From an optimization exercise on the open Yosys and OpenROAD flow, aimed at small area, a short achievable clock period and few clock cycles per item; shortcuts taken in it are not production practice.
The RTL was checked by simulation tests, not by an equivalence proof against the original design.

Setup of JK:
## sha2_core
module sha2_core (
    input  wire         clk,
    input  wire         rst,       
    input  wire         open,      
    input  wire [1:0]   alg,       
    input  wire         wvalid,    
    input  wire [63:0]  wdata,
    input  wire         wlast,     
    input  wire [3:0]   wcnt,      
    output wire         ready,
    output reg          done,      
    output wire [511:0] digest
);
    function automatic [31:0] rotr32(input [31:0] x, input integer n);
        rotr32 = (x >> n) | (x << (32 - n));
    endfunction
    function automatic [63:0] rotr64(input [63:0] x, input integer n);
        rotr64 = (x >> n) | (x << (64 - n));
    endfunction
    function automatic [63:0] bsig0(input w64, input [63:0] x);
        reg [63:0] f64;
        reg [31:0] f32;
        begin
            f64 = rotr64(x, 28) ^ rotr64(x, 34) ^ rotr64(x, 39);
            f32 = rotr32(x[31:0], 2) ^ rotr32(x[31:0], 13) ^ rotr32(x[31:0], 22);
            bsig0 = {f64[63:32], w64 ? f64[31:0] : f32};
        end
    endfunction
    function automatic [63:0] bsig1(input w64, input [63:0] x);
        reg [63:0] f64;
        reg [31:0] f32;
        begin
            f64 = rotr64(x, 14) ^ rotr64(x, 18) ^ rotr64(x, 41);
            f32 = rotr32(x[31:0], 6) ^ rotr32(x[31:0], 11) ^ rotr32(x[31:0], 25);
            bsig1 = {f64[63:32], w64 ? f64[31:0] : f32};
  ...
make LEC_CHECK=0 CAP_MARGIN=20 CORE_MARGIN=2 CORE_UTILIZATION=40 SETUP_SLACK_MARGIN=5 SLEW_MARGIN=20 SYNTH_MEMORY_MAX_BITS=16384 TNS_END_PERCENT=100 finish   # period 12.0 ns
run.sh (not shown) runs the stock make flow with config.mk's settings and CLKGATE_MAP_FILE= SYNTH_SCRIPT=/design/flow/synth_recipe.tcl, a recipe that flattens the netlist after the stock synthesis.
Testbench counts of JK, summed over its fixed seeds: cycles 33,163, bytes 33,059.
The inputs of MS differ from those of JK as listed below.
diff --git a/flow/design.v b/flow/design.v
--- a/flow/design.v
+++ b/flow/design.v
@@ -199,25 +199,24 @@
     reg  [1:0]   alg_i;       
     reg  [44:0]  nwords;      
     reg  [2:0]   nlow;        
     wire [47:0]  nbytes = {nwords, nlow};
     reg          need80;      
     reg          len_here;    
     reg          blk_first;   
     reg          blk_final;   
     reg  [4:0]   fill;        
     reg  [31:0]  pend;        
     reg          pend_v;
     reg          e_run;       
-    reg          e_nrun;      
     reg          e_fin;       
     reg  [1:0]   e_rot;       
     reg  [6:0]   r;           
     reg  [1:0]   alg_e;       
     reg          e_final;     
     reg          iv_ok;       
     reg  [63:0]  w [0:15];    
     reg  [63:0]  a, b, c, d, e, f, g, h;
     reg  [63:0]  p;           
     reg  [63:0]  sa0, sa1, sa2, sa3;    
     reg  [63:0]  se0, se1, se2, se3;    
     wire         big_i = alg_i[1] | alg_i[0];
@@ -277,26 +276,26 @@
     wire [63:0] e1c = {maj3(p, ch, d), 1'b0};
     wire [63:0] e2s = e1s ^ e1c ^ s1e;
     wire [63:0] e2c = {maj3(e1s, e1c, s1e), 1'b0};
     wire [63:0] e_n = e2s + e2c;
     wire [63:0] sg1 = ssig1(big_e, w[14]);
     wire [63:0] sg0 = ssig0(big_e, w[1]);
     wire [63:0] w1s = w[9] ^ w[0] ^ sg1;
     wire [63:0] w1c = {maj3(w[9], w[0], sg1), 1'b0};
     wire [63:0] w2s = w1s ^ w1c ^ sg0;
     wire [63:0] w2c = {maj3(w1s, w1c, sg0), 1'b0};
     wire [63:0] w_next;
     sha2_addbk u_add_w (.x(w2s), .y(w2c), .s(w_next));
-    wire [63:0] p_h = e_nrun ? se2 : g;
-    wire [63:0] p_w = e_nrun ? w[0] : w[1];
+    wire [63:0] p_h = e_run ? g : se2;
+    wire [63:0] p_w = e_run ? w[1] : w[0];
     wire [63:0] p1s = p_h ^ kt ^ p_w;
     wire [63:0] p1c = {maj3(p_h, kt, p_w), 1'b0};
     wire [63:0] p_n;
     sha2_addbk u_add_p (.x(p1s), .y(p1c), .s(p_n));
     wire        upd = (e_run && (r >= nrounds - 7'd2)) || e_fin || (e_rot != 2'd0) || start;
     wire        use_ae = e_run || e_fin;
     wire [63:0] ha, he;
     sha2_addbk u_add_ha (.x(sa3), .y(use_ae ? a : 64'h0), .s(ha));
     sha2_addbk u_add_he (.x(se3), .y(use_ae ? e : 64'h0), .s(he));
     wire [511:0] d_be = alg_e[1] ? {sa0, sa1, sa2, sa3, se0, se1, se2, se3}
                       : alg_e[0] ? {sa0, sa1, sa2, sa3, se0, se1, 128'h0}
                       : {sa0[31:0], sa1[31:0], sa2[31:0], sa3[31:0],
@@ -306,25 +305,24 @@
         for (gb = 0; gb < 64; gb = gb + 1) begin : g_digest
             assign digest[8*gb +: 8] = d_be[511 - 8*gb -: 8];
         end
     endgenerate
     always @(posedge clk) begin
         if (rst) begin
             ist       <= I_IDLE;
             fill      <= 5'd0;
             pend_v    <= 1'b0;
             blk_first <= 1'b0;
             blk_final <= 1'b0;
             e_run     <= 1'b0;
-            e_nrun    <= 1'b1;
             e_fin     <= 1'b0;
             e_rot     <= 2'd0;
             r         <= 7'd0;
             done      <= 1'b0;
             iv_ok     <= 1'b0;
         end else begin
             if (acc_open)                 ist <= I_OPEN;
             else if (acc_word && wlast)   ist <= I_PAD;
             else if (pad_end)             ist <= I_IDLE;
             if (acc_open || start) fill <= 5'd0;
             else if (arrive)       fill <= fill + 5'd1;
             if (acc_word && !big_i) pend_v <= 1'b1;
@@ -336,30 +334,28 @@
                 blk_first <= 1'b0;
                 blk_final <= 1'b0;
             end else if (pad_end) begin
                 blk_final <= 1'b1;
             end
             done  <= e_fin && e_final;
             if (ivld)                   iv_ok <= 1'b1;
             else if (start || acc_open) iv_ok <= 1'b0;
             e_fin <= last_rnd;
             if (e_fin && !e_final && !start) e_rot <= 2'd3;
             else if (e_rot != 2'd0)          e_rot <= e_rot - 2'd1;
             if (start) begin
-                e_run  <= 1'b1;
-                e_nrun <= 1'b0;
+                e_run <= 1'b1;
                 r     <= 7'd1;
             end else if (last_rnd) begin
-                e_run  <= 1'b0;
-                e_nrun <= 1'b1;
+                e_run <= 1'b0;
                 r     <= 7'd0;
             end else if (e_run) begin
                 r     <= r + 7'd1;
             end
         end
     end
     integer i;
     always @(posedge clk) begin
         if (acc_open) begin
             alg_i  <= alg;
             nwords <= 45'h0;
             nlow   <= 3'h0;
Findings:
Minimum setup slack among reg-to-reg paths: MS > JK. Delta(portion of the clock cycle consumed by the worst path in the final layout, MS - JK) < 0. Between MS and JK, the gate count of the mapped netlist does not differ in any meaningful way. Looking at MS and JK, the die area is a wash. MS vs JK — first-pass GRT wire length dropped by a few percent. Worst hold slack after final layout deteriorates in MS relative to JK. Comparing JK against MS, there is no change at all in antenna violation net count after detailed routing. MS ends up with higher sequential share of layout area than JK does.
Testbench counts of MS, summed over its fixed seeds: cycles 33,163, bytes 33,059.

static timing again, ports no longer ideal:
The results above use ideal ports. As a check the final layouts listed here were re-extracted and re-timed, cells and wires unchanged.
Step 1 (the two cells are an assumption about what drives the block):
set clk [get_ports {clk}]
set_driving_cell -lib_cell sky130_fd_sc_hd__clkbuf_16 $clk
set_driving_cell -lib_cell sky130_fd_sc_hd__buf_2 [delete_from_list [all_inputs] $clk]
Step 2, shift: input delay + t, output delay - t, t = (earliest + latest rising clock arrival at the registers) / 2. This alone moves slack from input paths to output paths.
Three values: ideal ports, drivers, drivers and shift; two values: the first two.
run | t (ns) | setup WS [ns] | worst data-port slew with drivers (ns)
JK | 0.994 | 4.962 / 4.962 / 4.962 | 0.11
MS | 1.022 | 5.067 / 5.067 / 5.067 | 0.04
After both steps every run listed still meets setup and hold.
